This is an optimization exercise on Yosys and OpenROAD, whose aim is small area, a short achievable clock period and few clock cycles, not a production implementation. The RTL was checked by simulation tests, not by an equivalence proof against the original design. Power and IR drop assume default switching activity.

**flow/flow/run.sh**
```bash
#!/bin/bash
# Own layout flow: the standard synthesis and layout, with
# - the timing repair asked to keep a setup margin, so that paths end up
#   well below the 13 ns clock period the layout is constrained and signed
#   off at;
# - the port buffers made of the smallest buffer (timing repair resizes the
#   ones on critical paths);
# - clock tree synthesis without dummy load cells.
set -euo pipefail
bash standard.sh synth > synth.log 2>&1
bash standard.sh finish SETUP_SLACK_MARGIN=9.4 \
    "BUFFER_PORTS_ARGS=-buffer_cell sky130_fd_sc_hd__buf_1" \
    "CTS_ARGS=-sink_clustering_enable -repair_clock_nets -buf_list sky130_fd_sc_hd__clkbuf_8 -root_buf sky130_fd_sc_hd__clkbuf_16 -tree_buf sky130_fd_sc_hd__clkbuf_16 -sink_clustering_size 14 -sink_clustering_max_diameter 50 -dont_use_dummy_load" \
    > layout.log 2>&1
```
**flow/standard.sh**
```bash
#!/bin/bash
# synth_recipe.tcl (not shown) runs the flow's synth.tcl, then flattens the netlist and writes it again
# the make line also repeats each setting of config.mk as NAME=value (left out here)
make -C /OpenROAD-flow-scripts/flow DESIGN_CONFIG=/design/flow/config.mk WORK_HOME=/design/flow/orfs CLKGATE_MAP_FILE= SYNTH_SCRIPT=/design/flow/synth_recipe.tcl "${@:-finish}"
```
**flow/config.mk**
```make
export PLATFORM = sky130hd
export DESIGN_NAME = canopy_fec_tx
export DESIGN_NICKNAME = canopy_fec_tx
export VERILOG_FILES = /design/flow/design.v
export SDC_FILE = /design/flow/constraint.sdc
export NUM_CORES = 4
export LEC_CHECK = 0
export ABC_CLOCK_PERIOD_IN_PS = 4000
export CAP_MARGIN = 20
export CORE_MARGIN = 2
export CORE_UTILIZATION = 55
export CTS_BUF_LIST = sky130_fd_sc_hd__clkbuf_8
export CTS_CLUSTER_DIAMETER = 50
export CTS_CLUSTER_SIZE = 14
export SLEW_MARGIN = 20
```
**flow/constraint.sdc**
```tcl
create_clock -name core_clock -period 13.0 [get_ports {clk}]
set_input_delay 2.6000 -clock core_clock [delete_from_list [all_inputs] [get_ports {clk}]]
set_output_delay 2.6000 -clock core_clock [all_outputs]
set_load 0.01 [all_outputs]
```
**flow/design.v**
```verilog
module canopy_fec_tx (
    input  wire        clk,
    input  wire        rst,         
    input  wire        start,
    input  wire [30:0] seed,
    input  wire        in_valid,
    output wire        in_ready,
    input  wire [9:0]  in_sym,
    output reg         out_valid,
    input  wire        out_ready,
    output reg  [13:0] out_trits,
    output reg         out_first    
);
    function [159:0] rs_prod(input [9:0] f);
        reg [75:0] x;
        begin
            x[0] = f[0];
            x[1] = f[1];
            x[2] = f[2];
            x[3] = f[3];
            x[4] = f[4];
            x[5] = f[5];
            x[6] = f[6];
            x[7] = f[7];
            x[8] = f[8];
            x[9] = f[9];
            x[10] = x[3] ^ x[7];
            x[11] = x[5] ^ x[9];
            x[12] = x[2] ^ x[6];
            x[13] = x[4] ^ x[8];
            x[14] = x[0] ^ x[1];
            x[15] = x[9] ^ x[10];
            x[16] = x[1] ^ x[11];
            x[17] = x[8] ^ x[12];
            x[18] = x[13] ^ x[14];
            x[19] = x[0] ^ x[13];
            x[20] = x[4] ^ x[12];
            x[21] = x[3] ^ x[5];
            x[22] = x[4] ^ x[6];
            x[23] = x[3] ^ x[11];
            x[24] = x[5] ^ x[7];
            x[25] = x[5] ^ x[10];
            x[26] = x[2] ^ x[4];
            x[27] = x[7] ^ x[14];
            x[28] = x[10] ^ x[11];
            x[29] = x[2] ^ x[13];
            x[30] = x[12] ^ x[13];
            x[31] = x[6] ^ x[18];
            x[32] = x[6] ^ x[8];
            x[33] = x[0] ^ x[20];
            x[34] = x[11] ^ x[27];
            x[35] = x[2] ^ x[8];
            x[36] = x[1] ^ x[17];
            x[37] = x[1] ^ x[20];
            x[38] = x[2] ^ x[19];
            x[39] = x[7] ^ x[16];
            x[40] = x[10] ^ x[16];
            x[41] = x[3] ^ x[9];
            x[42] = x[7] ^ x[9];
            x[43] = x[0] ^ x[12];
            x[44] = x[0] ^ x[22];
            x[45] = x[12] ^ x[15];
            x[46] = x[0] ^ x[6];
            x[47] = x[10] ^ x[14];
            x[48] = x[14] ^ x[21];
            x[49] = x[1] ^ x[15];
            x[50] = x[1] ^ x[25];
            x[51] = x[3] ^ x[16];
            x[52] = x[14] ^ x[23];
            x[53] = x[0] ^ x[2];
            x[54] = x[0] ^ x[21];
            x[55] = x[0] ^ x[35];
            x[56] = x[1] ^ x[21];
            x[57] = x[1] ^ x[22];
            x[58] = x[1] ^ x[24];
            x[59] = x[11] ^ x[12];
            x[60] = x[0] ^ x[17];
            x[61] = x[1] ^ x[29];
            x[62] = x[3] ^ x[18];
            x[63] = x[6] ^ x[19];
            x[64] = x[14] ^ x[15];
            x[65] = x[15] ^ x[44];
            x[66] = x[16] ^ x[17];
            x[67] = x[17] ^ x[21];
            x[68] = x[18] ^ x[24];
            x[69] = x[32] ^ x[54];
            x[70] = x[3] ^ x[31];
            x[71] = x[10] ^ x[36];
            x[72] = x[11] ^ x[33];
            x[73] = x[13] ^ x[51];
            x[74] = x[15] ^ x[38];
            x[75] = x[26] ^ x[39];
            rs_prod[0] = x[30] ^ x[39];
            rs_prod[1] = x[17] ^ x[28];
            rs_prod[2] = x[6] ^ x[13] ^ x[15];
            rs_prod[3] = x[12] ^ x[14];
            rs_prod[4] = x[2] ^ x[47];
            rs_prod[5] = x[2] ^ x[62];
            rs_prod[6] = x[26] ^ x[52];
            rs_prod[7] = x[21] ^ x[37];
            rs_prod[8] = x[25] ^ x[33];
            rs_prod[9] = x[25] ^ x[31];
            rs_prod[10] = x[41] ^ x[61];
            rs_prod[11] = x[26] ^ x[23];
            rs_prod[12] = x[21] ^ x[22];
            rs_prod[13] = x[17] ^ x[40];
            rs_prod[14] = x[15] ^ x[30];
            rs_prod[15] = x[13] ^ x[28];
            rs_prod[16] = x[11] ^ x[63];
            rs_prod[17] = x[6] ^ x[34];
            rs_prod[18] = x[17] ^ x[27];
            rs_prod[19] = x[35] ^ x[64];
            rs_prod[20] = x[13] ^ x[40];
            rs_prod[21] = x[19] ^ x[59];
            rs_prod[22] = x[6] ^ x[40];
            rs_prod[23] = x[12] ^ x[52];
            rs_prod[24] = x[10] ^ x[37];
            rs_prod[25] = x[25] ^ x[38];
            rs_prod[26] = x[23] ^ x[31];
            rs_prod[27] = x[20] ^ x[34];
            rs_prod[28] = x[25] ^ x[36];
            rs_prod[29] = x[19] ^ x[45];
            rs_prod[30] = x[74];
            rs_prod[31] = x[73];
            rs_prod[32] = x[72];
            rs_prod[33] = x[18] ^ x[59];
            rs_prod[34] = x[12] ^ x[40];
            rs_prod[35] = x[10] ^ x[30];
            rs_prod[36] = x[19] ^ x[28];
            rs_prod[37] = x[11] ^ x[31];
            rs_prod[38] = x[12] ^ x[34];
            rs_prod[39] = x[71];
            rs_prod[40] = x[9] ^ x[31];
            rs_prod[41] = x[2] ^ x[34];
            rs_prod[42] = x[3] ^ x[36];
            rs_prod[43] = x[71];
            rs_prod[44] = x[74];
            rs_prod[45] = x[73];
            rs_prod[46] = x[72];
            rs_prod[47] = x[6] ^ x[50];
            rs_prod[48] = x[7] ^ x[30];
            rs_prod[49] = x[0] ^ x[8] ^ x[28];
            rs_prod[50] = x[22] ^ x[15];
            rs_prod[51] = x[24] ^ x[19];
            rs_prod[52] = x[32] ^ x[16];
            rs_prod[53] = x[0] ^ x[3] ^ x[26];
            rs_prod[54] = x[4] ^ x[48];
            rs_prod[55] = x[5] ^ x[37];
            rs_prod[56] = x[43] ^ x[25];
            rs_prod[57] = x[10] ^ x[31];
            rs_prod[58] = x[29] ^ x[39];
            rs_prod[59] = x[17] ^ x[23];
            rs_prod[60] = x[68];
            rs_prod[61] = x[66];
            rs_prod[62] = x[45];
            rs_prod[63] = x[48];
            rs_prod[64] = x[37];
            rs_prod[65] = x[53] ^ x[25];
            rs_prod[66] = x[70];
            rs_prod[67] = x[75];
            rs_prod[68] = x[67];
            rs_prod[69] = x[65];
            rs_prod[70] = x[10] ^ x[13];
            rs_prod[71] = x[11] ^ x[13];
            rs_prod[72] = x[11] ^ x[46];
            rs_prod[73] = x[70];
            rs_prod[74] = x[75];
            rs_prod[75] = x[67];
            rs_prod[76] = x[65];
            rs_prod[77] = x[68];
            rs_prod[78] = x[66];
            rs_prod[79] = x[45];
            rs_prod[80] = x[42] ^ x[46];
            rs_prod[81] = x[8] ^ x[27];
            rs_prod[82] = x[1] ^ x[9] ^ x[35];
            rs_prod[83] = x[10] ^ x[43];
            rs_prod[84] = x[10] ^ x[18];
            rs_prod[85] = x[16] ^ x[29];
            rs_prod[86] = x[12] ^ x[23];
            rs_prod[87] = x[22] ^ x[10];
            rs_prod[88] = x[24] ^ x[13];
            rs_prod[89] = x[32] ^ x[11];
            rs_prod[90] = x[13] ^ x[50];
            rs_prod[91] = x[11] ^ x[30];
            rs_prod[92] = x[6] ^ x[28];
            rs_prod[93] = x[6] ^ x[48];
            rs_prod[94] = x[7] ^ x[37];
            rs_prod[95] = x[55] ^ x[25];
            rs_prod[96] = x[41] ^ x[31];
            rs_prod[97] = x[26] ^ x[34];
            rs_prod[98] = x[21] ^ x[36];
            rs_prod[99] = x[15] ^ x[33];
            rs_prod[100] = x[14] ^ x[26] ^ x[28];
            rs_prod[101] = x[56] ^ x[30];
            rs_prod[102] = x[28] ^ x[33];
            rs_prod[103] = x[9] ^ x[60];
            rs_prod[104] = x[49];
            rs_prod[105] = x[38];
            rs_prod[106] = x[52];
            rs_prod[107] = x[14] ^ x[20];
            rs_prod[108] = x[2] ^ x[14] ^ x[25];
            rs_prod[109] = x[12] ^ x[62];
            rs_prod[110] = x[8] ^ x[49];
            rs_prod[111] = x[9] ^ x[38];
            rs_prod[112] = x[51];
            rs_prod[113] = x[18] ^ x[45];
            rs_prod[114] = x[29] ^ x[40];
            rs_prod[115] = x[23] ^ x[30];
            rs_prod[116] = x[22] ^ x[28];
            rs_prod[117] = x[24] ^ x[63];
            rs_prod[118] = x[32] ^ x[39];
            rs_prod[119] = x[42] ^ x[60];
            rs_prod[120] = x[3] ^ x[57];
            rs_prod[121] = x[24] ^ x[26];
            rs_prod[122] = x[69];
            rs_prod[123] = x[15];
            rs_prod[124] = x[19];
            rs_prod[125] = x[16];
            rs_prod[126] = x[43];
            rs_prod[127] = x[47];
            rs_prod[128] = x[61];
            rs_prod[129] = x[53] ^ x[23];
            rs_prod[130] = x[4] ^ x[50];
            rs_prod[131] = x[5] ^ x[30];
            rs_prod[132] = x[46] ^ x[28];
            rs_prod[133] = x[69];
            rs_prod[134] = x[42] ^ x[57];
            rs_prod[135] = x[24] ^ x[55];
            rs_prod[136] = x[32] ^ x[41] ^ x[14];
            rs_prod[137] = x[9] ^ x[26] ^ x[27];
            rs_prod[138] = x[35] ^ x[56];
            rs_prod[139] = x[41] ^ x[33];
            rs_prod[140] = x[16];
            rs_prod[141] = x[43];
            rs_prod[142] = x[47];
            rs_prod[143] = x[11] ^ x[29];
            rs_prod[144] = x[6] ^ x[23];
            rs_prod[145] = x[7] ^ x[44];
            rs_prod[146] = x[8] ^ x[58];
            rs_prod[147] = x[9] ^ x[17];
            rs_prod[148] = x[15];
            rs_prod[149] = x[19];
            rs_prod[150] = x[32] ^ x[58];
            rs_prod[151] = x[42] ^ x[17];
            rs_prod[152] = x[8] ^ x[15];
            rs_prod[153] = x[22] ^ x[34];
            rs_prod[154] = x[14] ^ x[24] ^ x[17];
            rs_prod[155] = x[17] ^ x[64];
            rs_prod[156] = x[29] ^ x[49];
            rs_prod[157] = x[23] ^ x[29];
            rs_prod[158] = x[22] ^ x[23];
            rs_prod[159] = x[24] ^ x[44];
        end
    endfunction
    function [13:0] b3_hi(input [4:0] x);
        begin
            b3_hi[0] = (x == 5'd1) |
                (x == 5'd4) |
                (x == 5'd7) |
                (x == 5'd10) |
                (x == 5'd13) |
                (x == 5'd16) |
                (x == 5'd19) |
                (x == 5'd22) |
                (x == 5'd25) |
                (x == 5'd28) |
                (x == 5'd31);
            b3_hi[1] = (x == 5'd2) |
                (x == 5'd5) |
                (x == 5'd8) |
                (x == 5'd11) |
                (x == 5'd14) |
                (x == 5'd17) |
                (x == 5'd20) |
                (x == 5'd23) |
                (x == 5'd26) |
                (x == 5'd29);
            b3_hi[2] = (x == 5'd3) |
                (x == 5'd4) |
                (x == 5'd5) |
                (x == 5'd12) |
                (x == 5'd13) |
                (x == 5'd14) |
                (x == 5'd21) |
                (x == 5'd22) |
                (x == 5'd23) |
                (x == 5'd30) |
                (x == 5'd31);
            b3_hi[3] = (x == 5'd6) |
                (x == 5'd7) |
                (x == 5'd8) |
                (x == 5'd15) |
                (x == 5'd16) |
                (x == 5'd17) |
                (x == 5'd24) |
                (x == 5'd25) |
                (x == 5'd26);
            b3_hi[4] = (x == 5'd1) |
                (x == 5'd4) |
                (x == 5'd7) |
                (x == 5'd9) |
                (x == 5'd12) |
                (x == 5'd15) |
                (x == 5'd20) |
                (x == 5'd23) |
                (x == 5'd26) |
                (x == 5'd28) |
                (x == 5'd31);
            b3_hi[5] = (x == 5'd2) |
                (x == 5'd5) |
                (x == 5'd8) |
                (x == 5'd10) |
                (x == 5'd13) |
                (x == 5'd16) |
                (x == 5'd18) |
                (x == 5'd21) |
                (x == 5'd24) |
                (x == 5'd29);
            b3_hi[6] = (x == 5'd2) |
                (x == 5'd3) |
                (x == 5'd7) |
                (x == 5'd12) |
                (x == 5'd16) |
                (x == 5'd17) |
                (x == 5'd21) |
                (x == 5'd22) |
                (x == 5'd26) |
                (x == 5'd27) |
                (x == 5'd31);
            b3_hi[7] = (x == 5'd1) |
                (x == 5'd5) |
                (x == 5'd6) |
                (x == 5'd10) |
                (x == 5'd11) |
                (x == 5'd15) |
                (x == 5'd20) |
                (x == 5'd24) |
                (x == 5'd25) |
                (x == 5'd29) |
                (x == 5'd30);
            b3_hi[8] = (x == 5'd2) |
                (x == 5'd6) |
                (x == 5'd9) |
                (x == 5'd10) |
                (x == 5'd13) |
                (x == 5'd17) |
                (x == 5'd21) |
                (x == 5'd25) |
                (x == 5'd28) |
                (x == 5'd29);
            b3_hi[9] = (x == 5'd3) |
                (x == 5'd7) |
                (x == 5'd11) |
                (x == 5'd14) |
                (x == 5'd15) |
                (x == 5'd18) |
                (x == 5'd22) |
                (x == 5'd26) |
                (x == 5'd30);
            b3_hi[10] = (x == 5'd4) |
                (x == 5'd5) |
                (x == 5'd6) |
                (x == 5'd7) |
                (x == 5'd16) |
                (x == 5'd17) |
                (x == 5'd18) |
                (x == 5'd27) |
                (x == 5'd28) |
                (x == 5'd29) |
                (x == 5'd30);
            b3_hi[11] = (x == 5'd8) |
                (x == 5'd9) |
                (x == 5'd10) |
                (x == 5'd11) |
                (x == 5'd19) |
                (x == 5'd20) |
                (x == 5'd21) |
                (x == 5'd22) |
                (x == 5'd31);
            b3_hi[12] = (x == 5'd12) |
                (x == 5'd13) |
                (x == 5'd14) |
                (x == 5'd15) |
                (x == 5'd16) |
                (x == 5'd17) |
                (x == 5'd18) |
                (x == 5'd19) |
                (x == 5'd20) |
                (x == 5'd21) |
                (x == 5'd22);
            b3_hi[13] = (x == 5'd23) |
                (x == 5'd24) |
                (x == 5'd25) |
                (x == 5'd26) |
                (x == 5'd27) |
                (x == 5'd28) |
                (x == 5'd29) |
                (x == 5'd30) |
                (x == 5'd31);
        end
    endfunction
    function [7:0] b3_lo(input [5:0] x);
        begin
            b3_lo[0] = (x == 6'd1) |
                (x == 6'd4) |
                (x == 6'd7) |
                (x == 6'd10) |
                (x == 6'd13) |
                (x == 6'd16) |
                (x == 6'd19) |
                (x == 6'd22) |
                (x == 6'd25) |
                (x == 6'd28) |
                (x == 6'd31) |
                (x == 6'd34) |
                (x == 6'd37) |
                (x == 6'd40) |
                (x == 6'd43) |
                (x == 6'd46) |
                (x == 6'd49) |
                (x == 6'd52) |
                (x == 6'd55) |
                (x == 6'd58) |
                (x == 6'd61);
            b3_lo[1] = (x == 6'd2) |
                (x == 6'd5) |
                (x == 6'd8) |
                (x == 6'd11) |
                (x == 6'd14) |
                (x == 6'd17) |
                (x == 6'd20) |
                (x == 6'd23) |
                (x == 6'd26) |
                (x == 6'd29) |
                (x == 6'd32) |
                (x == 6'd35) |
                (x == 6'd38) |
                (x == 6'd41) |
                (x == 6'd44) |
                (x == 6'd47) |
                (x == 6'd50) |
                (x == 6'd53) |
                (x == 6'd56) |
                (x == 6'd59) |
                (x == 6'd62);
            b3_lo[2] = (x == 6'd3) |
                (x == 6'd4) |
                (x == 6'd5) |
                (x == 6'd12) |
                (x == 6'd13) |
                (x == 6'd14) |
                (x == 6'd21) |
                (x == 6'd22) |
                (x == 6'd23) |
                (x == 6'd30) |
                (x == 6'd31) |
                (x == 6'd32) |
                (x == 6'd39) |
                (x == 6'd40) |
                (x == 6'd41) |
                (x == 6'd48) |
                (x == 6'd49) |
                (x == 6'd50) |
                (x == 6'd57) |
                (x == 6'd58) |
                (x == 6'd59);
            b3_lo[3] = (x == 6'd6) |
                (x == 6'd7) |
                (x == 6'd8) |
                (x == 6'd15) |
                (x == 6'd16) |
                (x == 6'd17) |
                (x == 6'd24) |
                (x == 6'd25) |
                (x == 6'd26) |
                (x == 6'd33) |
                (x == 6'd34) |
                (x == 6'd35) |
                (x == 6'd42) |
                (x == 6'd43) |
                (x == 6'd44) |
                (x == 6'd51) |
                (x == 6'd52) |
                (x == 6'd53) |
                (x == 6'd60) |
                (x == 6'd61) |
                (x == 6'd62);
            b3_lo[4] = (x == 6'd9) |
                (x == 6'd10) |
                (x == 6'd11) |
                (x == 6'd12) |
                (x == 6'd13) |
                (x == 6'd14) |
                (x == 6'd15) |
                (x == 6'd16) |
                (x == 6'd17) |
                (x == 6'd36) |
                (x == 6'd37) |
                (x == 6'd38) |
                (x == 6'd39) |
                (x == 6'd40) |
                (x == 6'd41) |
                (x == 6'd42) |
                (x == 6'd43) |
                (x == 6'd44) |
                (x == 6'd63);
            b3_lo[5] = (x == 6'd18) |
                (x == 6'd19) |
                (x == 6'd20) |
                (x == 6'd21) |
                (x == 6'd22) |
                (x == 6'd23) |
                (x == 6'd24) |
                (x == 6'd25) |
                (x == 6'd26) |
                (x == 6'd45) |
                (x == 6'd46) |
                (x == 6'd47) |
                (x == 6'd48) |
                (x == 6'd49) |
                (x == 6'd50) |
                (x == 6'd51) |
                (x == 6'd52) |
                (x == 6'd53);
            b3_lo[6] = (x == 6'd27) |
                (x == 6'd28) |
                (x == 6'd29) |
                (x == 6'd30) |
                (x == 6'd31) |
                (x == 6'd32) |
                (x == 6'd33) |
                (x == 6'd34) |
                (x == 6'd35) |
                (x == 6'd36) |
                (x == 6'd37) |
                (x == 6'd38) |
                (x == 6'd39) |
                (x == 6'd40) |
                (x == 6'd41) |
                (x == 6'd42) |
                (x == 6'd43) |
                (x == 6'd44) |
                (x == 6'd45) |
                (x == 6'd46) |
                (x == 6'd47) |
                (x == 6'd48) |
                (x == 6'd49) |
                (x == 6'd50) |
                (x == 6'd51) |
                (x == 6'd52) |
                (x == 6'd53);
            b3_lo[7] = (x == 6'd54) |
                (x == 6'd55) |
                (x == 6'd56) |
                (x == 6'd57) |
                (x == 6'd58) |
                (x == 6'd59) |
                (x == 6'd60) |
                (x == 6'd61) |
                (x == 6'd62) |
                (x == 6'd63);
        end
    endfunction
    function [3:0] dig_add(input [3:0] x);
        begin
            dig_add[0] = (x == 4'd1) |
                (x == 4'd4) |
                (x == 4'd10);
            dig_add[1] = (x == 4'd2) |
                (x == 4'd5) |
                (x == 4'd8);
            dig_add[2] = (x == 4'd6) |
                (x == 4'd9) |
                (x == 4'd10);
            dig_add[3] = (x == 4'd2) |
                (x == 4'd5) |
                (x == 4'd8);
        end
    endfunction
    function [13:0] to_trits(input [10:0] v);
        reg [13:0] a;
        reg [7:0]  b;
        reg [13:0] u;
        reg [6:0]  g, p, c;
        integer k;
        begin
            a = b3_hi(v[10:6]);
            b = b3_lo(v[5:0]);
            for (k = 0; k < 4; k = k + 1)
                {p[k], g[k], u[2*k +: 2]} = dig_add({b[2*k +: 2], a[2*k +: 2]});
            for (k = 4; k < 7; k = k + 1) begin
                u[2*k +: 2] = a[2*k +: 2];
                g[k] = 1'b0;
                p[k] = a[2*k+1];
            end
            c[0] = 1'b0;
            c[1] = g[0];
            c[2] = g[1] | (p[1] & g[0]);
            c[3] = g[2] | (p[2] & g[1]) | (p[2] & p[1] & g[0]);
            c[4] = g[3] | (p[3] & g[2]) | (p[3] & p[2] & g[1]) | (p[3] & p[2] & p[1] & g[0]);
            c[5] = p[4] & c[4];
            c[6] = p[5] & p[4] & c[4];
            for (k = 0; k < 7; k = k + 1)
                to_trits[2*k +: 2] = c[k] ? {u[2*k], ~u[2*k+1] & ~u[2*k]} : u[2*k +: 2];
        end
    endfunction
    reg        in_ready_r;
    reg  [9:0] sym_q;           
    reg        v_q;
    reg  [9:0] ccnt;            
    reg        flush;           
    reg  [3:0] cwi;             
    reg        fpend;           
    reg  [9:0] par [0:15];
    reg [30:0] scr;
    reg [19:0] gw;              
    reg        emp, hi;
    reg  [3:0] ph;              
    reg [10:0] e_q;             
    reg        e_v, e_first;
    assign in_ready = in_ready_r;
    wire clr       = rst | start;
    wire acc       = in_valid & in_ready_r;    
    wire room      = emp | ~hi;            
    wire hold      = v_q & ~room;
    wire push_d    = v_q & room;
    wire par_phase = (ccnt[9:4] == 6'b100001) & ~v_q;
    wire push_p    = par_phase & (flush | room);
    wire push_w    = push_d | (push_p & ~flush);
    wire wrap      = push_p & (ccnt[3:0] == 4'hf);
    wire [9:0]   fb     = v_q ? (sym_q ^ par[15]) : 10'd0;
    wire [9:0]   cw_sym = v_q ? sym_q : par[15];
    wire [159:0] prod   = rs_prod(fb);
    reg  [9:0] key;
    integer b;
    always @(*)
        for (b = 0; b < 10; b = b + 1)
            key[9-b] = scr[30-b] ^ scr[27-b];
    wire [9:0] s = cw_sym ^ key;
    wire [19:0] win = room ? {gw[9:0], s} : gw;
    wire [10:0] grp = win[ph +: 11];
    wire        have = push_w ? ~emp : hi;   
    wire adv_out = ~out_valid | out_ready;
    wire adv_e   = ~e_v | adv_out;
    wire pop     = adv_e & have;
    wire borrow  = (ph == 4'd0);
    wire hi_next = pop ? (push_w & hi & ~borrow) : (push_w ? ~emp : hi);
    wire emp_next = pop ? (borrow & ~(push_w & hi)) : (emp & ~push_w);
    wire [9:0] ccnt_inc   = ccnt + 10'd1;
    wire [9:0] ccnt_nx    = wrap ? {9'd0, acc} : ((acc | push_p) ? ccnt_inc : ccnt);
    wire       lt0        = wrap | (~push_p & (ccnt < 10'd528));
    wire       lt1        = wrap | (~push_p & (ccnt < 10'd527));
    wire       last0      = ~wrap & (push_p ? (ccnt == 10'd542) : (ccnt == 10'd543));
    wire       flush_next = flush & ~wrap;
    wire       room_np    = push_w ? emp : room;    
    wire       r00 = (lt0 & (~hold | room_np)) | (last0 & (flush_next | room_np));
    wire       r01 = lt0 | last0;                    
    wire       r10 = lt1 & room_np;
    wire       r11 = lt1;
    wire       ready_next = pop ? (acc ? r11 : r01) : (acc ? r10 : r00);
    always @(posedge clk) begin
        if (!hold)
            sym_q <= in_sym;
        if (push_d | push_p) begin
            par[0] <= prod[9:0];
            for (b = 1; b < 16; b = b + 1)
                par[b] <= par[b-1] ^ prod[10*b +: 10];
        end
        if (push_w)
            gw <= {gw[9:0], s};
        if (start)
            scr <= seed;
        else if (push_w)
            scr <= {scr[20:0], key};
    end
    always @(posedge clk) begin
        if (clr) begin
            in_ready_r <= 1'b0;
            v_q        <= 1'b0;
            ccnt       <= 10'd528;
            flush      <= 1'b1;
            cwi        <= 4'd0;
            fpend      <= 1'b0;
            emp        <= 1'b1;
            hi         <= 1'b0;
            ph         <= 4'd9;
        end else begin
            in_ready_r <= ready_next;
            v_q        <= acc | hold;
            ccnt       <= ccnt_nx;
            flush      <= flush_next;
            if (wrap & ~flush)
                cwi <= (cwi == 4'd10) ? 4'd0 : cwi + 4'd1;
            if (push_d & (ccnt == 10'd1) & (cwi == 4'd0))
                fpend <= 1'b1;
            else if (pop)
                fpend <= 1'b0;
            emp        <= emp_next;
            hi         <= hi_next;
            if (pop)
                ph <= (ph == 4'd0) ? 4'd9 : ph - 4'd1;
        end
    end
    wire [13:0] trits = to_trits(e_q);
    always @(posedge clk) begin
        if (clr) begin
            e_v       <= 1'b0;
            out_valid <= 1'b0;
        end else begin
            if (adv_e) begin
                e_v     <= have;
                e_q     <= grp;
                e_first <= fpend;
            end
            if (adv_out) begin
                out_valid <= e_v;
                out_trits <= trits;
                out_first <= e_first;
            end
        end
    end
endmodule
```
==> metrics.md, run 1 <==
| Metric | Value |
|---|---|
| Bufs and invs on worst path | 1 |
| H-tree depth | 1 |
| GRT overflow | 0 |
| Share of the synthesized area in the top cell type | 0.482 |
| Crit path largest cell delay | 0.36 ns |
| I/O pin count | 63 |
| Ratio of cells with drive above 1 in the final layout | 0.121 |
| Layout area overhead | 7.40% |
| Hold/Removal Path Class | reg -> reg |
| Synth top cells by count | 248 x edfxtp_1, 200 x xnor2_1, 191 x xor2_1 |
| WP depth | 1 |
| Worst Setup Path Type | reg -> out |
| DR WL/cell | 20.0 um |
| WP data arrival | 1.01 ns |
| Top cell family by delay on the critical path | flip-flops |
| Worst r2r path cells | 9 |
| Vias | about 9,500 |
| Tcrit/Tclk final | 0.277 |
| Post-DR vias/cell | 5.61 |
| CTS hold repair buffers | 0 |
| Status | timing/DRC/antenna clean |
| Die X | 172 um |
| Setup TNS | 0 ns |
| Setup Skew | about 0.043 ns |
| Post-synth EDFFs | 248 |
| Most frequent cell after synthesis | edfxtp_1 |
| Drt pass-1 iters | 5 |
| Crit path capture | out_trits[11] |
| Pre-CTS WS | 8.58 ns |
| RePlAce Congestion | 0.820 |
| Ys Warns | 2 |
| Reg2reg setup slack | between 9 and 10 ns |
| Avg Synthesized Cell Area | 12.3 um^2 |
| Peak VDD IR | 79.6 uV |
| Clock Pin Slew Worst Setup and Hold Paths | approximately 0.060 ns |
| RSZ-0062 raised after global routing | yes |
| Residual DRC count | 0 |
| Root buffer cell | clkbuf_16 |
| # setup viols final | 0 |
| Main area contributors after synthesis | edfxtp_1 48%, xnor2_1 11%, xor2_1 11%, mux2i_1 4.1%, dfxtp_1 3.4% |
| CTS Buf Count | 31 |
| Initial antenna violation count | 0 |
| First-pass GRT wire length | 52,100 um |
| Pin count of the biggest net entering global routing | 104 |
| Final setup margin | 9.39 ns |
| Final Core Density | 0.599 |
| DRT Wirelength | 33,800 um |
| Hold depth | 0 |
| Initial drt markers | between 600 and 700 |
| Final slew viol count | 0 |
| Total GRT Usage | 0.234 |
| Worst slew margin | 0.299 |
| Hold Fails Final Rpt | 0 |
| Post-layout nets | 1,361 |
| RR Endpoint | out_trits[6] |
| Leakage dissipation | 6.43 nW |
| Max cap viols | 0 |
| Clk buf depth | 3 |
| Initial Util | 0.558 |
| Worst-Skew Late Latency | 0.53 ns |
| Site Rows | 61 |
| Power Dens Cells | 96.9 mW/mm^2 |
| Crit-path slowest cell | edfxtp_1 |
| Startpoint types | flop |
| Seq/Total Area, Yosys | 0.515 |
| Required @ worst endpoint | roughly 10 ns |
| Async SR Flop Fraction | 0 |
| Worst Setup End Kind | primary output |
| Tmin final | 3.61 ns |
| Detail Route Antenna Nets | 0 |
| Die Ht | 172 um |
| Gate Count Post-Synth | 1,258 |
| Synthesized flop and latch total | 274 |
| Syn Nets | about 1,300 |
| Core box area | 0.0277 mm^2 |
| CTS sink cnt | ~270 |
| Post-layout power | 1.61 mW |
| Top_reg_cell synth | edfxtp_1 |
| Post-synthesis cell area | 0.0155 mm^2 |
| CP startpoint | out_trits[11] |
| Die Area | 0.0295 mm^2 |
| Reg-to-Reg Start | e_q[5] |
| Critical path cell sequence | clkbuf_2 |
| Vias in the first global route | 9,083 |
| Fmax achieved | ~0.28 GHz |
| Detailed Place HPWL | 22,900 um |
| Diode count | 0 |
| Worst-Margin Slew | 1.04 ns |
| CTS tree | built |
| Synth cell types | 86 |
| Synth area leader | edfxtp_1 |
| Critical-path maximum fanout | 1 |
| # port buffers | 62 |
-- through the flow --
step           instance area, um^2  hold slack [ns]  std cells
3_3_place_gp                 16000            0.407       1649
4_1_cts                      16500            0.421       1681
2_1_floorplan                15500            0.400       1258
5_1_grt                      16600            0.424       1689
6_report                     16600            0.419       1689
3_5_place_dp                 16000            0.405       1649
-- cell families after synthesis --
family | synth area share
flip-flops | 0.515
AO/OA/AOI/OAI | 0.0724
multiplexers | 0.0783
XOR/XNOR | 0.226
AND/OR/NAND/NOR | 0.0822
buffers and inverters | 0.0238
adder cells (fa/ha/maj) | 0.00227
-- routing by layer --
layer  vias up  global-route usage  routed length (um)
li1       4561                   -                   -
met5         -                   0                   0
met2       160               0.398               16700
met1      4707               0.323               15300
met4         0              0.0494                 634
met3        43              0.0274                1140
-- cell type report --
cell class	count	area, um^2
timing repair buffer	85	475
sequential	274	7970
clock buffer	31	460
multi-input combinational	910	7190
tap	378	473
fill	2309	11100
inverter	11	41.3
-- flip-flops by register name, summed over array words and instances, names as in the netlist, 4 cells and up --
name       cells
ccnt          10
cwi            4
scr           31
par          160
out_trits     14
ph             4
gw            20
sym_q         10
e_q           11
-- cells in the final DEF (no fill, tap or decap), types with 7 or more instances in the layout --
cell,instances
edfxtp_1,248
xnor2_1,199
xor2_1,190
nand2_1,73
mux2i_1,64
nor2_1,44
a21oi_1,44
buf_1,44
mux2_2,40
o21ai_0,34
clkbuf_8,29
dfxtp_1,24
nand2b_1,20
nand3_1,18
buf_4,18
clkbuf_2,16
nor3_1,14
inv_1,10
o211ai_1,9
nor2b_1,8
nor3b_1,8
nor4_1,8
nand3b_1,7
-- power breakdown --
part | switching (mW) | internal [mW]
Sequential | 0.0107 | 0.968
Combinational | 0.0619 | 0.0495
Clock | 0.286 | 0.233
Total | 0.359 | 1.25
-- how the worst min path moves through the flow --
| stage | end | startpoint | slack, ns |
|---|---|---|---|
| global route | out_first | e_first | 0.42 |
| global placement | out_first | e_first | 0.41 |
| finish | out_first | e_first | 0.42 |
| floorplan | out_first | e_first | 0.40 |
| CTS | out_first | e_first | 0.42 |
| detailed placement | out_first | e_first | 0.41 |
-- timing repair --
action,in CTS,in global routing
setup endpoints to repair,81,96
pin swaps,1,0
gates resized for setup,4,20
setup buffers,1,8
Testbench counts, summed over its fixed seeds: cycles 52,368.
==> run 2, diff against run 1 <==
--- a/flow/flow/run.sh
+++ b/flow/flow/run.sh
@@ -10,3 +10,3 @@
 bash standard.sh synth > synth.log 2>&1
-bash standard.sh finish SETUP_SLACK_MARGIN=9.4 \
+bash standard.sh finish SETUP_SLACK_MARGIN=9.5 \
     "BUFFER_PORTS_ARGS=-buffer_cell sky130_fd_sc_hd__buf_1" \
==> run 2 against run 1 <==
  * Still clean
  * Sequential share of layout area down 0.60 points
  * Critical path depth unchanged
  * Worst setup slack worse by 0.026 ns
  * Largest power group unchanged
  * Utilization up 0.76 points
==> metrics.md, run 2 <==
| Metric | Value |
|---|---|
| Leakage dissipation | between 6 and 7 nW |
| CTS sink cnt | 274 |
| Critical path cell sequence | buf_1 |
| Post-layout power | ~1.7 mW |
| Initial antenna violation count | 1 |
| Site Rows | 61 |
| Clock Pin Slew Worst Setup and Hold Paths | around 0.09 ns |
| CTS hold repair buffers | 0 |
| Gate Count Post-Synth | 1,258 |
| Avg Synthesized Cell Area | 12.3 um^2 |
| Tcrit/Tclk final | 0.279 |
| Commonest non-fill, non-tap cell in the layout | edfxtp_1 |
| Top_reg_cell synth | edfxtp_1 |
| Biggest register | par |
| Fmax achieved | 0.275 GHz |
| Ratio of cells with drive above 1 in the final layout | 0.134 |
| Clock Power Share | 0.352 |
| Pin count of the biggest net entering global routing | 84 |
| Residual DRC count | 0 |
| Diode count | 0 |
| Tmin final | approximately 3.6 ns |
| # setup viols final | 0 |
| Clk buf depth | 3 |
| Most frequent cells in the layout | 248 x edfxtp_1, 199 x xnor2_1, 186 x xor2_1 |
| Ys Warns | 2 |
| RePlAce Congestion | 0.786 |
| GRT overflow | 0 |
| Detailed Place HPWL | 22,900 um |
| Most frequent cell after synthesis | edfxtp_1 |
| Post-DR vias/cell | ~5.6 |
| CTS tree | built |
| Status | timing/DRC/antenna clean |
| Worst Setup End Kind | primary output |
| I/O pin count | 63 |
| Initial Util | 0.558 |
| # port buffers | 62 |
| Critical-path maximum fanout | 1 |
| Largest register FFs | 160 |
| Post-layout nets | ~1,400 |
| Sw power | 0.378 mW |
| Power Dens Cells | approximately 100 mW/mm^2 |
| Synth cell types | 86 |
| RSZ-0062 raised after global routing | yes |
| Setup TNS | 0 ns |
| Die X | 172 um |
| Vias | 9,519 |
| Int Power | 1.31 mW |
| Top cell family by delay on the critical path | flip-flops |
| Die Ht | 172 um |
| Layout area overhead | 8.77% |
| Final slew viol count | 0 |
| Largest regs | par x160, scr x31, gw x20 |
| Comb power frac | 0.067 |
| Worst Setup Path Type | reg -> out |
| Peak VDD IR | 73.3 uV |
| Post-synthesis cell area | 0.0155 mm^2 |
| Synth area leader | edfxtp_1 |
| Vias in the first global route | about 9,000 |
| Core box area | 0.0277 mm^2 |
| Worst-Skew Late Latency | 0.50 ns |
| Detail Route Antenna Nets | 0 |
| Required @ worst endpoint | roughly 10 ns |
| Crit-path slowest cell | edfxtp_1 |
| Hold/Removal Path Class | reg -> reg |
| Share of the synthesized area in the top cell type | 0.482 |
| Synthesized flop and latch total | 274 |
| Hold Fails Final Rpt | 0 |
| Seq/Total Area, Yosys | 0.515 |
| Setup Skew | 0.0525 ns |
| Syn Nets | about 1,300 |
| Total GRT Usage | 0.236 |
| Max cap viols | 0 |
| Sw frac | 0.225 |
| Root buffer cell | clkbuf_16 |
| DRT Wirelength | roughly 35,000 um |
| Sequential power share | 0.581 |
| Drt pass-1 iters | 5 |
| Async SR Flop Fraction | 0 |
| Startpoint types | flop |
| First-pass GRT wire length | approximately 52,000 um |
| CTS Buf Count | 37 |
| Worst slew margin | 0.352 |
| Post-synth EDFFs | 248 |
| H-tree depth | 2 |
| Worst-Margin Slew | 0.972 ns |
| Crit path largest cell delay | 0.40 ns |
| Main area contributors after synthesis | edfxtp_1 48%, xnor2_1 11%, xor2_1 11%, mux2i_1 4.1%, dfxtp_1 3.4% |
| Bufs and invs on worst path | 1 |
| Synth top cells by count | 248 x edfxtp_1, 200 x xnor2_1, 191 x xor2_1 |
| Die Area | 0.0295 mm^2 |
| WP data arrival | 1.03 ns |
| DR WL/cell | 20.6 um |
| Initial drt markers | 747 |
[run 2: cell counts after synthesis]
Identical to the previous run, type by type.
[run 2: timing repair]
action | 4_1_cts | 5_1_grt
gates resized for setup | 9 | 20
hold endpoints to repair | 0 | 0
pin swaps | 2 | 0
setup buffers | 5 | 13
endpoints found under the setup margin | 163 | 51
[run 2: area by class of cell]
type,instances,area (um^2)
inverters,11,41.3
flip-flops and latches,274,7970
multi-input cells,910,7240
clock buffers,37,566
well taps,378,473
fillers,2281,10900
repair buffers,92,532
[run 2: worst paths after layout]
check,start,end,slack (ns),depth (start not counted)
max,out_trits[0],out_trits[0],9.37,1
min,e_first,out_first,0.41,0
max reg2reg,emp,par[6][6],9.67,6
min reg2reg,e_first,out_first,0.41,0
[run 2: power by group through the flow]
| stage | clock (mW) | combinational [mW] | sequential (mW) |
|---|---|---|---|
| 3_3_place_gp | 0 | 0.103 | 1.00 |
| 5_1_grt | 0.637 | 0.124 | 0.980 |
| 3_5_place_dp | 0 | 0.105 | 1.00 |
| 6_report | 0.593 | 0.113 | 0.979 |
| 2_1_floorplan | 0 | 0.0858 | 0.994 |
| 4_1_cts | 0.605 | 0.108 | 0.981 |
[run 2: layer usage]
metal  wire length [um]  global-route usage  vias to the layer above
li1                   -                   -                     4587
met1              15600               0.314                     4674
met2              17400               0.409                      208
met3               1370              0.0322                       50
met4                634              0.0604                        0
met5                  0                   0                        -
[run 2: kinds of logic after synthesis]
group | count (synthesis) | share of synthesized area
buf+inv | 74 | 0.0238
fa+ha+maj | 3 | 0.00227
xor+xnor | 395 | 0.226
mux | 110 | 0.0783
compound gates | 159 | 0.0724
simple gates | 243 | 0.0822
flops | 274 | 0.515
[run 2: metrics by stage]
| step | cell area, um^2 | utilization | setup slack, ns | hold slack (ns) | instances |
|---|---|---|---|---|---|
| finish | 16800 | 0.607 | 9.37 | 0.414 | 1702 |
| global route | 16800 | 0.607 | 9.34 | 0.434 | 1702 |
| CTS | 16700 | 0.601 | 9.36 | 0.415 | 1689 |
| detailed placement | 16000 | 0.577 | 8.58 | 0.415 | 1647 |
| global placement | 16000 | 0.577 | 8.56 | 0.403 | 1647 |
| floorplan | 15600 | - | 9.15 | 0.400 | 1258 |
==> run 3, diff against run 2 <==
--- a/flow/flow/run.sh
+++ b/flow/flow/run.sh
@@ -7,6 +7,9 @@
 #   ones on critical paths);
-# - clock tree synthesis without dummy load cells.
+# - clock tree synthesis with clkbuf_16 root and tree buffers, clkbuf_8
+#   sink buffers and no dummy load cells.
+# Each make run's full output goes to its own log here (synth.log,
+# layout.log); ORFS's per-step logs are under orfs/logs/.
 set -euo pipefail
 bash standard.sh synth > synth.log 2>&1
-bash standard.sh finish SETUP_SLACK_MARGIN=9.5 \
+bash standard.sh finish SETUP_SLACK_MARGIN=9.4 \
     "BUFFER_PORTS_ARGS=-buffer_cell sky130_fd_sc_hd__buf_1" \
==> run 3 against run 2 <==
  * Still clean on timing, DRC and antenna
  * Combinational power is essentially flat
  * Global-route usage is 0.29 points lower
  * Register-to-register slack lost 0.08 ns
  * Clock power down 12%
  * Largest cell class unchanged
  * Highest routed layer unchanged
==> metrics.md, run 3 <==
| Metric | Value |
|---|---|
| Status | timing/DRC/antenna clean |
| Residual DRC count | 0 |
| Detailed Place HPWL | 22,900 um |
| Top cell family by delay on the critical path | flip-flops |
| Post-synth EDFFs | 248 |
| Main area contributors after synthesis | edfxtp_1 48%, xnor2_1 11%, xor2_1 11%, mux2i_1 4.1%, dfxtp_1 3.4% |
| Reg2reg setup slack | 9.59 ns |
| Hold Fails Final Rpt | 0 |
| Synth cell types | between 80 and 90 |
| Worst slew margin | 0.299 |
| CTS sink cnt | 274 |
| Ys Warns | 2 |
| Final slew viol count | 0 |
| Setup Skew | 0.0432 ns |
| Most frequent cell after synthesis | edfxtp_1 |
| First-pass GRT wire length | about 52,000 um |
| Share of the synthesized area in the top cell type | 0.482 |
| # port buffers | 62 |
| Pin count of the biggest net entering global routing | 104 |
| Syn Nets | 1,306 |
| Synth area leader | edfxtp_1 |
| Post-synthesis cell area | 0.0155 mm^2 |
| Required @ worst endpoint | 10.40 ns |
| # setup viols final | 0 |
| Largest register FFs | 160 |
| FILL cells | 2,309 |
| WHS Endpoint | out_first |
| Core box area | 0.0277 mm^2 |
| Min-delay src | e_first |
| Total GRT Usage | 0.234 |
| Reg-to-Reg Start | e_q[5] |
| Crit path largest cell delay | 0.36 ns |
| Gate Count Post-Synth | 1,258 |
| DR WL/cell | 20.0 um |
| Post-DR vias/cell | about 5.6 |
| Worst-Skew Late Latency | 0.53 ns |
| CTS hold repair buffers | 0 |
| H-tree depth | 1 |
| Initial drt markers | 675 |
| Fmax achieved | 0.277 GHz |
| Most frequent cells in the layout | 248 x edfxtp_1, 199 x xnor2_1, 190 x xor2_1 |
| Initial Util | 0.558 |
| Critical path cell sequence | clkbuf_2 |
| Async SR Flop Fraction | 0 |
| Dpl cells | 1,649 |
| Synthesized flop and latch total | 274 |
| Power Dens Cells | 96.9 mW/mm^2 |
| Die Ht | 172 um |
| Crit-path slowest cell | edfxtp_1 |
| RSZ-0062 raised after global routing | yes |
| WP data arrival | 1.01 ns |
| Die Area | a little under 0.03 mm^2 |
| Bufs and invs on worst path | 1 |
| DRT Wirelength | roughly 34,000 um |
| Seq/Total Area, Yosys | 0.515 |
| Initial antenna violation count | 0 |
| Vias | 9,471 |
| Leakage dissipation | 6.43 nW |
| Clock Pin Slew Worst Setup and Hold Paths | 0.06 ns |
| Hold depth | 0 |
| Worst r2r path cells | 9 |
| Max cap viols | 0 |
| Ratio of cells with drive above 1 in the final layout | 0.121 |
| RePlAce Congestion | 0.820 |
| CTS Buf Count | 31 |
| Synth top cells by count | 248 x edfxtp_1, 200 x xnor2_1, 191 x xor2_1 |
| Diode count | 0 |
| Worst Setup End Kind | primary output |
| GRT overflow | 0 |
| Site Rows | 61 |
| Setup TNS | 0 ns |
| Post-layout nets | 1,361 |
| CTS tree | built |
| Top_reg_cell synth | edfxtp_1 |
| Critical-path maximum fanout | 1 |
| RR Endpoint | out_trits[6] |
| I/O pin count | 63 |
| Hold/Removal Path Class | reg -> reg |
| Avg Synthesized Cell Area | about 12 um^2 |
| Non-filler cells, final | 1,689 |
| Startpoint types | flop |
| Drt pass-1 iters | 5 |
| Layout area overhead | 7.40% |
| Worst Setup Path Type | reg -> out |
| Detail Route Antenna Nets | 0 |
| Peak VDD IR | 79.6 uV |
| Root buffer cell | clkbuf_16 |
| Vias in the first global route | 9,083 |
| Largest regs | par x160, scr x31, gw x20 |
| Tmin final | 3.61 ns |
| Worst-Margin Slew | 1.04 ns |
| Biggest register | par |
| Clk buf depth | 3 |
| Die X | 172 um |
| Commonest non-fill, non-tap cell in the layout | edfxtp_1 |
| Tcrit/Tclk final | 0.277 |
[run 3: how the worst max path moves through the flow]
| stage | start | slack [ns] | end | cells past startpoint |
|---|---|---|---|---|
| after global placement | start | 8.59 | out_trits[10] | 3 |
| after floorplan | start | 9.15 | e_first | 5 |
| final | out_trits[11] | 9.39 | out_trits[11] | 1 |
| after global routing | out_trits[5] | 9.34 | out_trits[5] | 1 |
| after detailed placement | start | 8.58 | out_trits[11] | 3 |
| after CTS | out_trits[11] | 9.36 | out_trits[11] | 1 |
[run 3: repair_timing]
| action | CTS | global route |
|---|---|---|
| setup buffers | 1 | 8 |
| pin swaps | 1 | 0 |
| cloned | 0 | 0 |
| resized for setup | 4 | 20 |
| setup endpoints to repair | 81 | 96 |
[run 3: metrics by stage]
| stage | util | hold WS (ns) | power (mW) | worst slack, ns | instance area (um^2) |
|---|---|---|---|---|---|
| 2_1_floorplan | - | 0.400 | 1.08 | 9.15 | 15500 |
| 3_3_place_gp | 0.577 | 0.407 | 1.10 | 8.59 | 16000 |
| 3_5_place_dp | 0.577 | 0.405 | 1.11 | 8.58 | 16000 |
| 4_1_cts | 0.595 | 0.421 | 1.62 | 9.36 | 16500 |
| 5_1_grt | 0.599 | 0.424 | 1.67 | 9.34 | 16600 |
| 6_report | 0.599 | 0.419 | 1.61 | 9.39 | 16600 |
[run 3: final cells by class]
cell class	instances	area (um^2)	share of cell area
clock buffers	31	460	0.0277
well taps	378	473	0.0285
flip-flops and latches	274	7970	0.480
multi-input cells	910	7190	0.433
inverters	11	41.3	0.00249
repair buffers	85	475	0.0286
[run 3: cells by family (layout without fill, tap and decap cells)]
| group | count (synthesis) | count (layout) | share of synthesized area |
|---|---|---|---|
| adder cells (fa/ha/maj) | 3 | 3 | 0.00227 |
| multiplexers | 110 | 110 | 0.0783 |
| flip-flops | 274 | 274 | 0.515 |
| AND/OR/NAND/NOR | 243 | 243 | 0.0822 |
| XOR/XNOR | 395 | 395 | 0.226 |
| buffers and inverters | 74 | 127 | 0.0238 |
| AO/OA/AOI/OAI | 159 | 159 | 0.0724 |
[run 3: routing by layer]
metal,vias to the layer above,routed length (um),track usage
met2,160,16700,0.398
met4,0,634,0.0494
met3,43,1140,0.0274
met1,4707,15300,0.323
li1,4561,-,-
met5,-,0,0
[run 3: power breakdown]
part / switching [mW] / internal [mW]
combinational: 0.0619 / 0.0495
sequential: 0.0107 / 0.968
clock: 0.286 / 0.233
total: 0.359 / 1.25
[run 3: worst register-to-register path: stages, from the launching register on]
cell and delay, ns:
edfxtp_1 0.84, and2b_2 0.36, or3b_1 0.39, nand3_1 0.19, a211oi_4 0.09, a221o_1 0.40, a311oi_2 0.45, mux2i_1 0.17
a22oi_1 0.22, nand2_1 0.07
==> run 4, diff against run 3 <==
--- a/flow/flow/run.sh
+++ b/flow/flow/run.sh
@@ -7,3 +7,3 @@
 #   ones on critical paths);
-# - clock tree synthesis with clkbuf_16 root and tree buffers, clkbuf_8
+# - clock tree synthesis with clkbuf_16 root and tree buffers, clkbuf_16
 #   sink buffers and no dummy load cells.
@@ -15,3 +15,3 @@
     "BUFFER_PORTS_ARGS=-buffer_cell sky130_fd_sc_hd__buf_1" \
-    "CTS_ARGS=-sink_clustering_enable -repair_clock_nets -buf_list sky130_fd_sc_hd__clkbuf_8 -root_buf sky130_fd_sc_hd__clkbuf_16 -tree_buf sky130_fd_sc_hd__clkbuf_16 -sink_clustering_size 14 -sink_clustering_max_diameter 50 -dont_use_dummy_load" \
+    "CTS_ARGS=-sink_clustering_enable -repair_clock_nets -buf_list sky130_fd_sc_hd__clkbuf_16 -root_buf sky130_fd_sc_hd__clkbuf_16 -tree_buf sky130_fd_sc_hd__clkbuf_16 -sink_clustering_size 20 -sink_clustering_max_diameter 60 -dont_use_dummy_load" \
     > layout.log 2>&1
--- a/flow/config.mk
+++ b/flow/config.mk
@@ -11,5 +11,5 @@
 export CORE_UTILIZATION = 55
-export CTS_BUF_LIST = sky130_fd_sc_hd__clkbuf_8
-export CTS_CLUSTER_DIAMETER = 50
-export CTS_CLUSTER_SIZE = 14
+export CTS_BUF_LIST = sky130_fd_sc_hd__clkbuf_16
+export CTS_CLUSTER_DIAMETER = 60
+export CTS_CLUSTER_SIZE = 20
 export SLEW_MARGIN = 20
==> run 4 against run 3 <==
  * Count of clock-buffer cells in the layout decreased by 4
  * Critical path depth is the same
  * Design area up 1.3%
  * Die area is the same
  * Non-clock buffer count unchanged
  * First-iteration DRC count is 16% higher
  * Sequential share of layout area shrank 0.59 points
  * Clock skew fell by 0.0011 ns
  * Utilization increased by 0.76 points
  * Register-to-register slack about the same
  * Critical endpoint is now out_first
  * Largest cell class unchanged
  * Highest routed layer unchanged
==> metrics.md, run 4 <==
| Metric | Value |
|---|---|
| Most frequent cells in the layout | 248 x edfxtp_1, 199 x xnor2_1, 190 x xor2_1 |
| Initial Util | 0.558 |
| Fmax achieved | between 0.2 and 0.3 GHz |
| Most frequent cell after synthesis | edfxtp_1 |
| Final setup margin | 9.38 ns |
| Critical path cell sequence | clkbuf_2 |
| Die Ht | 172 um |
| Crit-path slowest cell | edfxtp_1 |
| Clk buf depth | 3 |
| Residual DRC count | 0 |
| Post-DR vias/cell | 5.64 |
| Async SR Flop Fraction | 0 |
| CTS sink cnt | 274 |
| Hold Fails Final Rpt | 0 |
| DRT Wirelength | about 34,000 um |
| Leakage dissipation | 6.53 nW |
| Worst-Margin Slew | 1.06 ns |
| Worst-Skew Late Latency | 0.56 ns |
| WP depth | 1 |
| Largest register FFs | 160 |
| Share of the synthesized area in the top cell type | 0.482 |
| Top cell family by delay on the critical path | flip-flops |
| Setup Skew | 0.0421 ns |
| Total GRT Usage | 0.232 |
| Post-layout nets | 1,357 |
| Site Rows | 61 |
| Multi-input logic area | 0.00719 mm^2 |
| # setup viols final | 0 |
| Required @ worst endpoint | roughly 10 ns |
| Ys Warns | 2 |
| Tmin final | about 3.6 ns |
| Final Core Density | 0.607 |
| WP data arrival | 1.02 ns |
| CTS hold repair buffers | 0 |
| Layout area overhead | 8.76% |
| Post-synthesis cell area | between 0.015 and 0.02 mm^2 |
| H-tree depth | 1 |
| Ratio of cells with drive above 1 in the final layout | 0.119 |
| FF+latch area | 0.00797 mm^2 |
| Main area contributors after synthesis | edfxtp_1 48%, xnor2_1 11%, xor2_1 11%, mux2i_1 4.1%, dfxtp_1 3.4% |
| Clock Pin Slew Worst Setup and Hold Paths | ~0.05 ns |
| # port buffers | 62 |
| Bufs and invs on worst path | 1 |
| Die Area | 0.0295 mm^2 |
| Synth area leader | edfxtp_1 |
| CTS tree | built |
| Pre-CTS WS | 8.58 ns |
| CTS Buf Count | 27 |
| Worst Setup Path Type | reg -> out |
| Detailed Place HPWL | between 20,000 and 25,000 um |
| Synth cell types | between 80 and 90 |
| Synth top cells by count | 248 x edfxtp_1, 200 x xnor2_1, 191 x xor2_1 |
| First-pass GRT wire length | between 50,000 and 60,000 um |
| Gate Count Post-Synth | 1,258 |
| Worst slew margin | 0.292 |
| Worst Setup End Kind | primary output |
| Critical-path maximum fanout | 1 |
| Largest regs | par x160, scr x31, gw x20 |
| Biggest register | par |
| I/O pin count | 63 |
| Top_reg_cell synth | edfxtp_1 |
| Initial drt markers | 782 |
| Initial antenna violation count | 0 |
| Commonest non-fill, non-tap cell in the layout | edfxtp_1 |
| Tcrit/Tclk final | 0.279 |
| Post-layout power | 1.76 mW |
| RePlAce Congestion | between 0.8 and 0.9 |
| Vias in the first global route | 9,064 |
| Hold/Removal Path Class | reg -> reg |
| Root buffer cell | clkbuf_16 |
| Final slew viol count | 0 |
| Vias | 9,496 |
| Startpoint types | flop |
| Post-synth EDFFs | 248 |
| Syn Nets | 1,306 |
| Status | timing/DRC/antenna clean |
| Setup TNS | 0 ns |
| Core box area | ~0.028 mm^2 |
| Power Dens Cells | between 100 and 150 mW/mm^2 |
| Detail Route Antenna Nets | 0 |
| Seq/Total Area, Yosys | 0.515 |
| Max cap viols | 0 |
| GRT overflow | 0 |
| Non-filler cells, final | ~1,700 |
| FILL cells | 2,287 |
| Drt pass-1 iters | 5 |
| RSZ-0062 raised after global routing | yes |
| Peak VDD IR | about 97 uV |
| Diode count | 0 |
| Reg2reg setup slack | 9.60 ns |
| Avg Synthesized Cell Area | 12.3 um^2 |
| Dpl cells | about 1,600 |
| DR WL/cell | 20.1 um |
| Crit path largest cell delay | around 0.35 ns |
| Die X | 172 um |
| Hold depth | 0 |
| Synthesized flop and latch total | 274 |
| Pin count of the biggest net entering global routing | 104 |
| Worst r2r path cells | 7 |
-- run 4: final timing paths --
check	startpoint	end
max	out_first	out_first
min	e_first	out_first
max reg2reg	sym_q[9]	par[6][7]
min reg2reg	e_first	out_first
-- run 4: stage by stage --
| step | cell area (um^2) | hold WS, ns |
|---|---|---|
| 2_1_floorplan | 15500 | 0.400 |
| 3_3_place_gp | 16000 | 0.407 |
| 3_5_place_dp | 16000 | 0.405 |
| 4_1_cts | 16700 | 0.419 |
| 5_1_grt | 16800 | 0.421 |
| 6_report | 16800 | 0.416 |
-- run 4: kinds of logic (layout without fill, tap and decap cells) --
kind of cell	Yosys count	after routing	synth area share
adders and majority gates	3	3	0.00227
buffers and inverters	74	123	0.0238
xor gates and xnor gates	395	395	0.226
AOI/OAI and AO/OA	159	159	0.0724
DFF	274	274	0.515
and+or+nand+nor	243	243	0.0822
muxes	110	110	0.0783
-- run 4: power by group --
part | total (mW) | switching, mW | internal (mW)
combinational | 0.111 | 0.0620 | 0.0490
sequential | 0.979 | 0.0105 | 0.969
clock | 0.666 | 0.304 | 0.362
total | 1.76 | 0.376 | 1.38
-- run 4: area by class of cell --
class / instances / share of cell area
Clock buffer: 27 / 0.0402
Inverter: 11 / 0.00246
Multi-Input combinational cell: 910 / 0.427
Sequential cell: 274 / 0.474
Tap cell: 378 / 0.0281
Timing Repair Buffer: 85 / 0.0279
-- run 4: what timing repair did --
action | CTS | global route
endpoints found under the setup margin | 79 | 88
gates resized for setup | 5 | 21
pin swaps | 1 | 0
buffers inserted | 1 | 8
-- run 4: layer usage --
layer  GRT usage  share of wire  vias up
li1            -              -     4561
met1       0.320           0.44     4687
met2       0.401           0.50      200
met3      0.0232          0.039       48
met4      0.0486          0.021        0
met5           0              0        -
==> run 5, diff against run 4 <==
==> flow/run.sh (new file) <==
#!/bin/bash
# synth_recipe.tcl (not shown) runs the flow's synth.tcl, then flattens the netlist and writes it again
# the make line also repeats each setting of config.mk as NAME=value (left out here)
make -C /OpenROAD-flow-scripts/flow DESIGN_CONFIG=/design/flow/config.mk WORK_HOME=/design/flow/orfs CLKGATE_MAP_FILE= SYNTH_SCRIPT=/design/flow/synth_recipe.tcl finish
--- a/flow/config.mk
+++ b/flow/config.mk
@@ -11,5 +11,5 @@
 export CORE_UTILIZATION = 55
-export CTS_BUF_LIST = sky130_fd_sc_hd__clkbuf_16
-export CTS_CLUSTER_DIAMETER = 60
-export CTS_CLUSTER_SIZE = 20
+export CTS_BUF_LIST = sky130_fd_sc_hd__clkbuf_8
+export CTS_CLUSTER_DIAMETER = 50
+export CTS_CLUSTER_SIZE = 14
 export SLEW_MARGIN = 20
removed: flow/flow/run.sh
removed: flow/standard.sh
==> run 5 against run 4 <==
  * Count of clock-buffer cells in the layout increased by 7
  * Still clean
  * Register-to-register slack lost 0.11 ns
  * Routed wire length decreased by 1.3%
  * Sequential power about the same
  * Critical path type is now in -> reg
  * First-iteration DRC count decreased by 16%
  * Worst hold slack gained 0.0077 ns
==> metrics.md, run 5 <==
| Metric | Value |
|---|---|
| First-pass GRT wire length | 51,900 um |
| Hold depth | 0 |
| Detailed Place HPWL | ~23,000 um |
| Root buffer cell | clkbuf_8 |
| Synth cell types | 86 |
| Status | timing/DRC/antenna clean |
| Min-delay src | e_first |
| WHS Endpoint | out_first |
| Clock Pin Slew Worst Setup and Hold Paths | around 0.080 ns |
| Fmax achieved | 0.236 GHz |
| Share of the synthesized area in the top cell type | 0.482 |
| Diode count | 0 |
| Post-layout power | 1.74 mW |
| Layout area overhead | 10.2% |
| Die Area | 0.0295 mm^2 |
| Worst-Skew Late Latency | 0.55 ns |
| RSZ-0062 raised after global routing | no |
| RePlAce Congestion | 0.801 |
| Tmin final | 4.23 ns |
| Compound-Gate Fraction of Synth Area | 0.0724 |
| Vias | 9,533 |
| # port buffers | 62 |
| Post-layout nets | between 1,000 and 1,500 |
| CTS hold repair buffers | 0 |
| Synth top cells by count | 248 x edfxtp_1, 200 x xnor2_1, 191 x xor2_1 |
| Post_cts resized | 0 |
| Required @ worst endpoint | around 13 ns |
| DRT Wirelength | 33,400 um |
| Die X | around 170 um |
| Most frequent cells in the layout | 248 x edfxtp_1, 200 x xnor2_1, 191 x xor2_1 |
| Sw power | 0.413 mW |
| Clock Power Share | 0.368 |
| Startpoint types | input port |
| Pin count of the biggest net entering global routing | 81 |
| Worst slew margin | 0.277 |
| Largest regs | par x160, scr x31, gw x20 |
| Initial Util | 0.558 |
| Vias in the first global route | 9,249 |
| Worst Setup End Kind | flop |
| Synthesized flop and latch total | 274 |
| Simple logic cell fraction of the synthesized area | 0.0822 |
| H-tree depth | 2 |
| Sw frac | 0.238 |
| Commonest non-fill, non-tap cell in the layout | edfxtp_1 |
| Site Rows | 61 |
| CTS Buf Count | 34 |
| Die Ht | 172 um |
| Tcrit/Tclk final | 0.326 |
| Ys Warns | 2 |
| Sequential power share | 0.564 |
| Core box area | 0.0277 mm^2 |
| Initial drt markers | 657 |
| Synth area leader | edfxtp_1 |
| Ratio of cells with drive above 1 in the final layout | 0.112 |
| Most frequent cell after synthesis | edfxtp_1 |
| I/O pin count | 63 |
| Setup Skew | 0.0295 ns |
| Gate Count Post-Synth | between 1,000 and 1,500 |
| Power Dens Cells | 102 mW/mm^2 |
| Final slew viol count | 0 |
| CTS tree | built |
| Drt pass-1 iters | 5 |
| Area share of fa/ha/maj cells after synthesis | 0.00227 |
| Reg2reg setup slack | 9.49 ns |
| Syn Nets | between 1,000 and 1,500 |
| Avg Synthesized Cell Area | 12.3 um^2 |
| Main area contributors after synthesis | edfxtp_1 48%, xnor2_1 11%, xor2_1 11%, mux2i_1 4.1%, dfxtp_1 3.4% |
| Peak VDD IR | 83.0 uV |
| Leakage dissipation | between 6 and 7 nW |
| Comb power frac | 0.068 |
| Hold/Removal Path Class | reg -> reg |
| WP data arrival | 4.47 ns |
| Total GRT Usage | 0.233 |
| Top_reg_cell synth | edfxtp_1 |
| Int Power | between 1 and 1.5 mW |
| RR Endpoint | par[6][7] |
| Max cap viols | 0 |
| Worst Setup Path Type | in -> reg |
| Largest family of logic cells by synthesized area | XOR/XNOR gates |
| Critical-path maximum fanout | 34 |
| CTS sink cnt | 274 |
| Post-synthesis mux area share | 0.0783 |
| DR WL/cell | around 20 um |
| Setup TNS | 0 ns |
| Residual DRC count | 0 |
| Biggest register | par |
| # setup viols final | 0 |
| Post-synthesis cell area | about 0.015 mm^2 |
| FILL cells | 2,255 |
| GRT overflow | 0 |
| Largest register FFs | 160 |
| Post-CTS setup buffers | 0 |
| Worst-Margin Slew | 1.08 ns |
| Clk buf depth | 3 |
| Post-synth EDFFs | ~250 |
| Hold Fails Final Rpt | 0 |
| Reg-to-Reg Start | par[15][5] |
| Initial antenna violation count | 1 |
| Post-DR vias/cell | 5.57 |
| Xor and xnor area share after synthesis | 0.226 |
| Async SR Flop Fraction | 0 |
| Seq/Total Area, Yosys | 0.515 |
| Detail Route Antenna Nets | 0 |
| Worst r2r path cells | 7 |
-- run 5: cell counts after synthesis --
Identical to the previous run, type by type.
-- run 5: power groups by stage --
stage	clock [mW]	sequential [mW]	combinational (mW)
final	0.638	0.980	0.118
after global routing	0.686	0.982	0.130
after CTS	0.654	0.980	0.119
after detailed placement	0	1.00	0.118
after global placement	0	1.00	0.116
after floorplan	0	0.994	0.0835
-- run 5: metrics by stage --
| step | cells | utilization | hold slack (ns) | cell area [um^2] | setup slack, ns |
|---|---|---|---|---|---|
| floorplan | 1258 | - | 0.400 | 15500 | 7.71 |
| detailed placement | 1652 | 0.591 | 0.405 | 16400 | 7.92 |
| global placement | 1652 | 0.591 | 0.401 | 16400 | 7.96 |
| CTS | 1712 | 0.615 | 0.424 | 17000 | 8.49 |
| finish | 1713 | 0.615 | 0.424 | 17000 | 8.77 |
| global route | 1713 | 0.615 | 0.443 | 17000 | 8.70 |
-- run 5: logic make-up after synthesis --
family                   Yosys count
flip-flops                       274
buffers and inverters             74
adder cells (fa/ha/maj)            3
XOR/XNOR                         395
AND/OR/NAND/NOR                  243
multiplexers                     110
AO/OA/AOI/OAI                    159
-- run 5: layer usage --
| layer | GRT usage | up-vias | share of wire |
|---|---|---|---|
| met4 | 0.0553 | 2 | 0.016 |
| met2 | 0.400 | 165 | 0.50 |
| li1 | - | 4595 | - |
| met3 | 0.0357 | 45 | 0.038 |
| met5 | 0 | - | 0.00039 |
| met1 | 0.310 | 4726 | 0.45 |
-- run 5: layout make-up --
type	instances	area (um^2)	share of cell area
sequential	274	7970	0.467
multi-input combinational	910	7130	0.418
timing repair buffer	80	756	0.0443
tap	378	473	0.0277
clock buffer	34	468	0.0275
clock inverter	26	206	0.0121
inverter	11	41.3	0.00242
-- run 5: worst max-delay path by stage --
stage,end,start,slack [ns],depth (start not counted)
final,e_q[8],start,8.77,5
after global routing,e_q[6],start,8.70,5
after CTS,e_q[8],start,8.49,4
after detailed placement,e_q[8],start,7.92,4
after global placement,e_q[10],start,7.96,4
after floorplan,par[0][0],ccnt[8],7.71,5
-- run 5: critical path, cell delays in order --
cell	delay, ns
clkdlybuf4s50_1	0.41
buf_4	0.27
or2_2	0.49
a21oi_1	0.38
clkbuf_4	0.30

afterwards: timing with drivers on the ports:
How much do the figures lean on ideal ports? The routed layouts below were timed once more, with nothing changed but the port constraints. Step 1 assumes that a clkbuf_16 drives the clock port and a buf_2 every other input. Step 2 times the ports against the registers' clock, not the clock port: input delays grow and output delays shrink by t, the midpoint of the rising clock arrivals with the driver on. Slacks: ideal ports / drivers / drivers and shift; pairs: ideal ports / drivers.
run	shift t [ns]	slack for setup (ns)	hold slack, ns	latest minus earliest clock arrival (ns)	pins driven straight from the clock port
run 1	0.561	9.395 / 9.341 / 9.025	0.419 / 0.419 / 0.419	0.043 / 0.044	1
run 2	0.518	9.369 / 9.320 / 9.120	0.414 / 0.414 / 0.414	0.069 / 0.069	1
run 3	0.561	9.395 / 9.341 / 9.025	0.419 / 0.419 / 0.419	0.043 / 0.044	1
run 4	0.583	9.379 / 9.327 / 8.947	0.416 / 0.416 / 0.416	0.049 / 0.050	1
run 5	0.579	8.767 / 8.793 / 8.214	0.424 / 0.424 / 0.424	0.039 / 0.039	1
After both steps every run listed still meets setup and hold. The setup slack of run 5, which loses most, moves by +0.026 ns with the drivers and by -0.553 ns with both steps.
